What follows belongs to an exercise in optimizing a design on an open flow for small area; a production flow would make more cautious choices. In this exercise RTL edits were held to simulation tests only and were not proved equivalent to the original.

==> inputs of run a <==
## ctl_decim
module ctl_decim (
    input  wire         clk,
    input  wire         rst,
    input  wire [7:0]   bs_in,
    input  wire         cfg_we,
    input  wire [2:0]   cfg_ch,
    input  wire [1:0]   cfg_sel,
    input  wire [17:0]  cfg_wdata,
    output wire [7:0]   out_valid,
    output wire [191:0] out_data,
    output reg          cfg_err
);
clock: 12.0 ns
lec_check: 0
cap_margin: 20
core_margin: 2
core_utilization: 40
slew_margin: 20
run.sh (not shown) runs the stock make flow with config.mk's settings and CLKGATE_MAP_FILE= SYNTH_SCRIPT=/design/flow/synth_recipe.tcl, a recipe that flattens the netlist after the stock synthesis.
==> run b: changes against run a <==
--- a/flow/design.v
+++ b/flow/design.v
@@ -77,20 +77,20 @@
             wtab = wtab | ({304{key == 7'd124}} & {19'd969, 19'd816, 19'd680, 19'd560, 19'd16949, 19'd16336, 19'd15704, 19'd15056, 19'd14395, 19'd15056, 19'd15704, 19'd16336, 19'd455, 19'd560, 19'd680, 19'd816});
             wtab = wtab | ({304{key == 7'd125}} & {19'd1771, 19'd1540, 19'd1330, 19'd1140, 19'd19151, 19'd18644, 19'd18106, 19'd17540, 19'd11681, 19'd12364, 19'd13046, 19'd13724, 19'd165, 19'd220, 19'd286, 19'd364});
             wtab = wtab | ({304{key == 7'd126}} & {19'd2925, 19'd2600, 19'd2300, 19'd2024, 19'd20809, 19'd20456, 19'd20060, 19'd19624, 19'd8999, 19'd9656, 19'd10324, 19'd11000, 19'd35, 19'd56, 19'd84, 19'd120});
             wtab = wtab | ({304{key == 7'd127}} & {19'd4495, 19'd4060, 19'd3654, 19'd3276, 19'd21731, 19'd21580, 19'd21374, 19'd21116, 19'd6541, 19'd7124, 19'd7730, 19'd8356, 19'd1, 19'd4, 19'd10, 19'd20});
         end
     endfunction
-    reg [4*21-1:0] a0r;
+    reg [4*20-1:0] a0r;         
     reg [4*20-1:0] a1r;
     reg [4*19-1:0] a2r;
     reg [4*16-1:0] a3r;
     reg [4*3-1:0]  qr;
     reg [4*2-1:0]  cr;
     reg [3:0]      actr;
-    wire [20:0] a0 = a0r[20:0];
+    wire [19:0] a0 = a0r[19:0];
     wire [19:0] a1 = a1r[19:0];
     wire [18:0] a2 = a2r[18:0];
     wire [15:0] a3 = a3r[15:0];
     wire [2:0]  q  = qr[2:0];
     wire [1:0]  cnt = cr[1:0];
     wire        run = en && actr[0];
@@ -212,13 +212,13 @@
     wire ac0_110 = ac0_34 ^ ac0_71 ^ ac0_72;
     wire ac0_111 = (ac0_34 & ac0_71) | (ac0_34 & ac0_72) | (ac0_71 & ac0_72);
     wire ac0_112 = ac0_36 ^ ac0_73 ^ ac0_74;
     wire ac0_113 = (ac0_36 & ac0_73) | (ac0_36 & ac0_74) | (ac0_73 & ac0_74);
     wire ac0_114 = a0[19] ^ ac0_37 ^ ac0_75;
     wire ac0_115 = (a0[19] & ac0_37) | (a0[19] & ac0_75) | (ac0_37 & ac0_75);
-    assign s0 = {a0[20], ac0_113, ac0_111, ac0_109, ac0_107, ac0_105, ac0_103, ac0_101, ac0_99, ac0_97, ac0_95, ac0_93, ac0_91, ac0_89, ac0_87, ac0_85, ac0_83, ac0_81, ac0_79, ac0_77, ac0_38} + {ac0_115, ac0_114, ac0_112, ac0_110, ac0_108, ac0_106, ac0_104, ac0_102, ac0_100, ac0_98, ac0_96, ac0_94, ac0_92, ac0_90, ac0_88, ac0_86, ac0_84, ac0_82, ac0_80, ac0_78, ac0_76};
+    assign s0 = {ac0_115, ac0_113, ac0_111, ac0_109, ac0_107, ac0_105, ac0_103, ac0_101, ac0_99, ac0_97, ac0_95, ac0_93, ac0_91, ac0_89, ac0_87, ac0_85, ac0_83, ac0_81, ac0_79, ac0_77, ac0_38} + {1'b0, ac0_114, ac0_112, ac0_110, ac0_108, ac0_106, ac0_104, ac0_102, ac0_100, ac0_98, ac0_96, ac0_94, ac0_92, ac0_90, ac0_88, ac0_86, ac0_84, ac0_82, ac0_80, ac0_78, ac0_76};
     wire ac1_0 = a1[0] ^ (blk[3] & w[76]);
     wire ac1_1 = a1[0] & (blk[3] & w[76]);
     wire ac1_2 = a1[1] ^ (blk[3] & w[77]) ^ (blk[2] & w[96]);
     wire ac1_3 = (a1[1] & (blk[3] & w[77])) | (a1[1] & (blk[2] & w[96])) | ((blk[3] & w[77]) & (blk[2] & w[96]));
     wire ac1_4 = a1[2] ^ (blk[3] & w[78]) ^ (blk[2] & w[97]);
     wire ac1_5 = (a1[2] & (blk[3] & w[78])) | (a1[2] & (blk[2] & w[97])) | ((blk[3] & w[78]) & (blk[2] & w[97]));
@@ -544,30 +544,30 @@
     wire ac3_93 = (ac3_28 & ac3_59) | (ac3_28 & ac3_60) | (ac3_59 & ac3_60);
     wire ac3_94 = ac3_30 ^ ac3_61 ^ ac3_62;
     wire ac3_95 = (ac3_30 & ac3_61) | (ac3_30 & ac3_62) | (ac3_61 & ac3_62);
     assign s3 = {ac3_93, ac3_91, ac3_89, ac3_87, ac3_85, ac3_83, ac3_81, ac3_79, ac3_77, ac3_75, ac3_73, ac3_71, ac3_69, ac3_67, ac3_65, ac3_32} + {ac3_94, ac3_92, ac3_90, ac3_88, ac3_86, ac3_84, ac3_82, ac3_80, ac3_78, ac3_76, ac3_74, ac3_72, ac3_70, ac3_68, ac3_66, ac3_64};
     wire [2:0] qlast = (3'd1 << cosr) - 3'd1;
     wire       last  = (q == qlast);
-    reg [20:0] n0;
+    reg [19:0] n0;
     reg [19:0] n1;
     reg [18:0] n2;
     reg [15:0] n3;
     reg [2:0]  nq;
     reg [1:0]  nc;
     always @(*) begin
         if (!run) begin
-            n0 = 21'd0; n1 = 20'd0; n2 = 19'd0; n3 = 16'd0; nq = 3'd0; nc = 2'd0;
+            n0 = 20'd0; n1 = 20'd0; n2 = 19'd0; n3 = 16'd0; nq = 3'd0; nc = 2'd0;
         end else if (last) begin
-            n0 = {1'b0, s1}; n1 = {1'b0, s2}; n2 = {3'b0, s3}; n3 = 16'd0;
+            n0 = s1; n1 = {1'b0, s2}; n2 = {3'b0, s3}; n3 = 16'd0;
             nq = 3'd0; nc = (cnt == 2'd3) ? 2'd3 : cnt + 2'd1;
         end else begin
-            n0 = s0; n1 = s1; n2 = s2; n3 = s3; nq = q + 3'd1; nc = cnt;
+            n0 = s0[19:0]; n1 = s1; n2 = s2; n3 = s3; nq = q + 3'd1; nc = cnt;
         end
     end
     always @(posedge clk) begin
-        a0r <= {n0, a0r[4*21-1:21]};
+        a0r <= {n0, a0r[4*20-1:20]};
         a1r <= {n1, a1r[4*20-1:20]};
         a2r <= {n2, a2r[4*19-1:19]};
         a3r <= {n3, a3r[4*16-1:16]};
         qr  <= {nq, qr[4*3-1:3]};
         cr  <= {nc, cr[4*2-1:2]};
         if (rst)
@@ -1238,12 +1238,14 @@
                     cosr[2*c +: 2] <= cfg_wdata[4:3];
                     boff[2*c +: 2] <= (c % 4) - ph - 2'd1;
                 end
             end
         end
     endgenerate
+    wire [17:0] ld_c18 = rst ? 18'd0 : cfg_wdata[17:0];
+    wire [15:0] ld_g16 = rst ? 16'd4096 : cfg_wdata[15:0];
     genvar l;
     generate
         for (l = 0; l < 2; l = l + 1) begin : g_lane
             wire [2:0]  hch = 4*l + ph;
             wire [1:0]  bo  = boff[2*hch +: 2];
             wire [6:0]  hh  = hist[7*hch +: 7];
@@ -1253,22 +1255,19 @@
             reg  [4*18-1:0] drr;
             reg  [4*16-1:0] gnr;
             genvar k;
             for (k = 0; k < 4; k = k + 1) begin : g_pos
                 wire [1:0] kn  = (k + 1) % 4;
                 wire       wrk = take && (cfg_ch == 4*l + ((ph + k + 1) % 4));
+                wire       ld_off = rst || (wrk && cfg_sel == 2'd1);
+                wire       ld_dr  = rst || (wrk && cfg_sel == 2'd2);
+                wire       ld_gn  = rst || (wrk && cfg_sel == 2'd3);
                 always @(posedge clk) begin
-                    if (rst) begin
-                        offr[18*k +: 18] <= 18'd0;
-                        drr[18*k +: 18]  <= 18'd0;
-                        gnr[16*k +: 16]  <= 16'd4096;
-                    end else begin
-                        offr[18*k +: 18] <= (wrk && cfg_sel == 2'd1) ? cfg_wdata[17:0] : offr[18*kn +: 18];
-                        drr[18*k +: 18]  <= (wrk && cfg_sel == 2'd2) ? cfg_wdata[17:0] : drr[18*kn +: 18];
-                        gnr[16*k +: 16]  <= (wrk && cfg_sel == 2'd3) ? cfg_wdata[15:0] : gnr[16*kn +: 16];
-                    end
+                    offr[18*k +: 18] <= ld_off ? ld_c18 : offr[18*kn +: 18];
+                    drr[18*k +: 18]  <= ld_dr  ? ld_c18 : drr[18*kn +: 18];
+                    gnr[16*k +: 16]  <= ld_gn  ? ld_g16 : gnr[16*kn +: 16];
                 end
             end
             wire        ov;
             wire [1:0]  och;
             wire [23:0] od;
             ctl_decim_chan u_lane (
==> flow/flow/run.sh (new file) <==
#!/bin/bash
set -o pipefail
export BUFFER_PORTS_ARGS="-buffer_cell sky130_fd_sc_hd__buf_1"
bash standard.sh > standard.log 2>&1
==> flow/standard.sh (new file) <==
#!/bin/bash
# synth_recipe.tcl (not shown) runs the flow's synth.tcl, then flattens the netlist and writes it again
# the make line also repeats each setting of config.mk as NAME=value (left out here)
make -C /OpenROAD-flow-scripts/flow DESIGN_CONFIG=/design/flow/config.mk WORK_HOME=/design/flow/orfs CLKGATE_MAP_FILE= SYNTH_SCRIPT=/design/flow/synth_recipe.tcl "${@:-finish}"
- CORE_UTILIZATION: 40 -> 55
- CTS_BUF_LIST: unset -> sky130_fd_sc_hd__clkbuf_16
- CTS_CLUSTER_DIAMETER: unset -> 100
- CTS_CLUSTER_SIZE: unset -> 30
removed: flow/run.sh
==> run c: changes against run a <==
--- a/flow/design.v
+++ b/flow/design.v
@@ -77,20 +77,20 @@
             wtab = wtab | ({304{key == 7'd124}} & {19'd969, 19'd816, 19'd680, 19'd560, 19'd16949, 19'd16336, 19'd15704, 19'd15056, 19'd14395, 19'd15056, 19'd15704, 19'd16336, 19'd455, 19'd560, 19'd680, 19'd816});
             wtab = wtab | ({304{key == 7'd125}} & {19'd1771, 19'd1540, 19'd1330, 19'd1140, 19'd19151, 19'd18644, 19'd18106, 19'd17540, 19'd11681, 19'd12364, 19'd13046, 19'd13724, 19'd165, 19'd220, 19'd286, 19'd364});
             wtab = wtab | ({304{key == 7'd126}} & {19'd2925, 19'd2600, 19'd2300, 19'd2024, 19'd20809, 19'd20456, 19'd20060, 19'd19624, 19'd8999, 19'd9656, 19'd10324, 19'd11000, 19'd35, 19'd56, 19'd84, 19'd120});
             wtab = wtab | ({304{key == 7'd127}} & {19'd4495, 19'd4060, 19'd3654, 19'd3276, 19'd21731, 19'd21580, 19'd21374, 19'd21116, 19'd6541, 19'd7124, 19'd7730, 19'd8356, 19'd1, 19'd4, 19'd10, 19'd20});
         end
     endfunction
-    reg [4*21-1:0] a0r;
+    reg [4*20-1:0] a0r;         
     reg [4*20-1:0] a1r;
     reg [4*19-1:0] a2r;
     reg [4*16-1:0] a3r;
     reg [4*3-1:0]  qr;
     reg [4*2-1:0]  cr;
     reg [3:0]      actr;
-    wire [20:0] a0 = a0r[20:0];
+    wire [19:0] a0 = a0r[19:0];
     wire [19:0] a1 = a1r[19:0];
     wire [18:0] a2 = a2r[18:0];
     wire [15:0] a3 = a3r[15:0];
     wire [2:0]  q  = qr[2:0];
     wire [1:0]  cnt = cr[1:0];
     wire        run = en && actr[0];
@@ -212,13 +212,13 @@
     wire ac0_110 = ac0_34 ^ ac0_71 ^ ac0_72;
     wire ac0_111 = (ac0_34 & ac0_71) | (ac0_34 & ac0_72) | (ac0_71 & ac0_72);
     wire ac0_112 = ac0_36 ^ ac0_73 ^ ac0_74;
     wire ac0_113 = (ac0_36 & ac0_73) | (ac0_36 & ac0_74) | (ac0_73 & ac0_74);
     wire ac0_114 = a0[19] ^ ac0_37 ^ ac0_75;
     wire ac0_115 = (a0[19] & ac0_37) | (a0[19] & ac0_75) | (ac0_37 & ac0_75);
-    assign s0 = {a0[20], ac0_113, ac0_111, ac0_109, ac0_107, ac0_105, ac0_103, ac0_101, ac0_99, ac0_97, ac0_95, ac0_93, ac0_91, ac0_89, ac0_87, ac0_85, ac0_83, ac0_81, ac0_79, ac0_77, ac0_38} + {ac0_115, ac0_114, ac0_112, ac0_110, ac0_108, ac0_106, ac0_104, ac0_102, ac0_100, ac0_98, ac0_96, ac0_94, ac0_92, ac0_90, ac0_88, ac0_86, ac0_84, ac0_82, ac0_80, ac0_78, ac0_76};
+    assign s0 = {ac0_115, ac0_113, ac0_111, ac0_109, ac0_107, ac0_105, ac0_103, ac0_101, ac0_99, ac0_97, ac0_95, ac0_93, ac0_91, ac0_89, ac0_87, ac0_85, ac0_83, ac0_81, ac0_79, ac0_77, ac0_38} + {1'b0, ac0_114, ac0_112, ac0_110, ac0_108, ac0_106, ac0_104, ac0_102, ac0_100, ac0_98, ac0_96, ac0_94, ac0_92, ac0_90, ac0_88, ac0_86, ac0_84, ac0_82, ac0_80, ac0_78, ac0_76};
     wire ac1_0 = a1[0] ^ (blk[3] & w[76]);
     wire ac1_1 = a1[0] & (blk[3] & w[76]);
     wire ac1_2 = a1[1] ^ (blk[3] & w[77]) ^ (blk[2] & w[96]);
     wire ac1_3 = (a1[1] & (blk[3] & w[77])) | (a1[1] & (blk[2] & w[96])) | ((blk[3] & w[77]) & (blk[2] & w[96]));
     wire ac1_4 = a1[2] ^ (blk[3] & w[78]) ^ (blk[2] & w[97]);
     wire ac1_5 = (a1[2] & (blk[3] & w[78])) | (a1[2] & (blk[2] & w[97])) | ((blk[3] & w[78]) & (blk[2] & w[97]));
@@ -544,30 +544,30 @@
     wire ac3_93 = (ac3_28 & ac3_59) | (ac3_28 & ac3_60) | (ac3_59 & ac3_60);
     wire ac3_94 = ac3_30 ^ ac3_61 ^ ac3_62;
     wire ac3_95 = (ac3_30 & ac3_61) | (ac3_30 & ac3_62) | (ac3_61 & ac3_62);
     assign s3 = {ac3_93, ac3_91, ac3_89, ac3_87, ac3_85, ac3_83, ac3_81, ac3_79, ac3_77, ac3_75, ac3_73, ac3_71, ac3_69, ac3_67, ac3_65, ac3_32} + {ac3_94, ac3_92, ac3_90, ac3_88, ac3_86, ac3_84, ac3_82, ac3_80, ac3_78, ac3_76, ac3_74, ac3_72, ac3_70, ac3_68, ac3_66, ac3_64};
     wire [2:0] qlast = (3'd1 << cosr) - 3'd1;
     wire       last  = (q == qlast);
-    reg [20:0] n0;
+    reg [19:0] n0;
     reg [19:0] n1;
     reg [18:0] n2;
     reg [15:0] n3;
     reg [2:0]  nq;
     reg [1:0]  nc;
     always @(*) begin
         if (!run) begin
-            n0 = 21'd0; n1 = 20'd0; n2 = 19'd0; n3 = 16'd0; nq = 3'd0; nc = 2'd0;
+            n0 = 20'd0; n1 = 20'd0; n2 = 19'd0; n3 = 16'd0; nq = 3'd0; nc = 2'd0;
         end else if (last) begin
-            n0 = {1'b0, s1}; n1 = {1'b0, s2}; n2 = {3'b0, s3}; n3 = 16'd0;
+            n0 = s1; n1 = {1'b0, s2}; n2 = {3'b0, s3}; n3 = 16'd0;
             nq = 3'd0; nc = (cnt == 2'd3) ? 2'd3 : cnt + 2'd1;
         end else begin
-            n0 = s0; n1 = s1; n2 = s2; n3 = s3; nq = q + 3'd1; nc = cnt;
+            n0 = s0[19:0]; n1 = s1; n2 = s2; n3 = s3; nq = q + 3'd1; nc = cnt;
         end
     end
     always @(posedge clk) begin
-        a0r <= {n0, a0r[4*21-1:21]};
+        a0r <= {n0, a0r[4*20-1:20]};
         a1r <= {n1, a1r[4*20-1:20]};
         a2r <= {n2, a2r[4*19-1:19]};
         a3r <= {n3, a3r[4*16-1:16]};
         qr  <= {nq, qr[4*3-1:3]};
         cr  <= {nc, cr[4*2-1:2]};
         if (rst)
- CORE_UTILIZATION: 40 -> 55
- CTS_BUF_LIST: unset -> sky130_fd_sc_hd__clkbuf_16
- CTS_CLUSTER_DIAMETER: unset -> 100
- CTS_CLUSTER_SIZE: unset -> 30
==> results.txt <==
- The run finished with no timing, DRC or antenna violations.
- The total CTS buffers is 121.
- Clock-pin slew was measured on the worst setup and hold paths at 0.07 ns.
- Ranked by flip-flop count, first place goes to g_lane.u_lane.a0r.
- The complex-gate fraction of the synthesized area is 15.7%.
the above is filed under run a

==> results.txt <==
- The flow ran to the end and the layout has no timing, DRC or antenna violations.
- After clock tree synthesis, the clock-pin slew on the worst setup and hold paths is 0.11 ns.
- The complex-gate fraction of the synthesized area is 16.6%.
- Clock tree synthesis inserted a total of 49 buffers.
the above is filed under run c

==> results.txt <==
- The largest registers in the layout are g_lane.u_lane.a0r (160), g_lane.u_lane.a1r (160), g_lane.u_lane.a2r (152).
- The fraction of area in clock buffers and inverters is 1.66%.
- The clock-pin slew on the worst setup and hold paths is 0.11 ns.
- Counting the clock-network buffers in the layout gives 50.
- The flow ran to the end and the layout has no timing, DRC or antenna violations.
- In this run, CTS created clock tree buffers numbering 49.
- TritonCTS built the clock tree.
- The complex-gate fraction of the synthesized area is 16.1%.
- The critical path goes through xor2_1 > and2_1 > a22oi_1 > o21ai_0 > fa_1 > inv_1 > fa_1 > fa_1 > inv_1 > fa_1 > inv_1 > ha_1 > nand4_1 > nor3_1 > or4_1 > o2111ai_1 > a31oi_1 > o21ai_0 > a21oi_1 > o21bai_2 > a41o_1 > buf_1.
the above is filed under run b

==> static timing again, ports no longer ideal <==
Ports are ideal in the flow. The routed layouts listed here were re-timed in OpenROAD. Step 1 (the two cells are an assumption about what drives the block):
set clk [get_ports {clk}]
set_driving_cell -lib_cell sky130_fd_sc_hd__clkbuf_16 $clk
set_driving_cell -lib_cell sky130_fd_sc_hd__buf_2 [delete_from_list [all_inputs] $clk]
Step 2 also shifts input and output timing later by t, the mid clock arrival at the registers, as if the neighbouring blocks saw the same clock. a / b / c = ideal ports / drivers / drivers and shift; a / b = the first two.
run | shift t [ns] | slack for setup (ns) | slew at the worst register clock pin (ns)
run a | 0.844 | 0.706 / 0.622 / 1.075 | 0.07 / 0.07
run b | 0.787 | 1.110 / 1.019 / 1.806 | 0.12 / 0.12
run c | 0.772 | 0.611 / 0.535 / 1.306 | 0.12 / 0.12
After both steps every run listed still meets setup and hold.
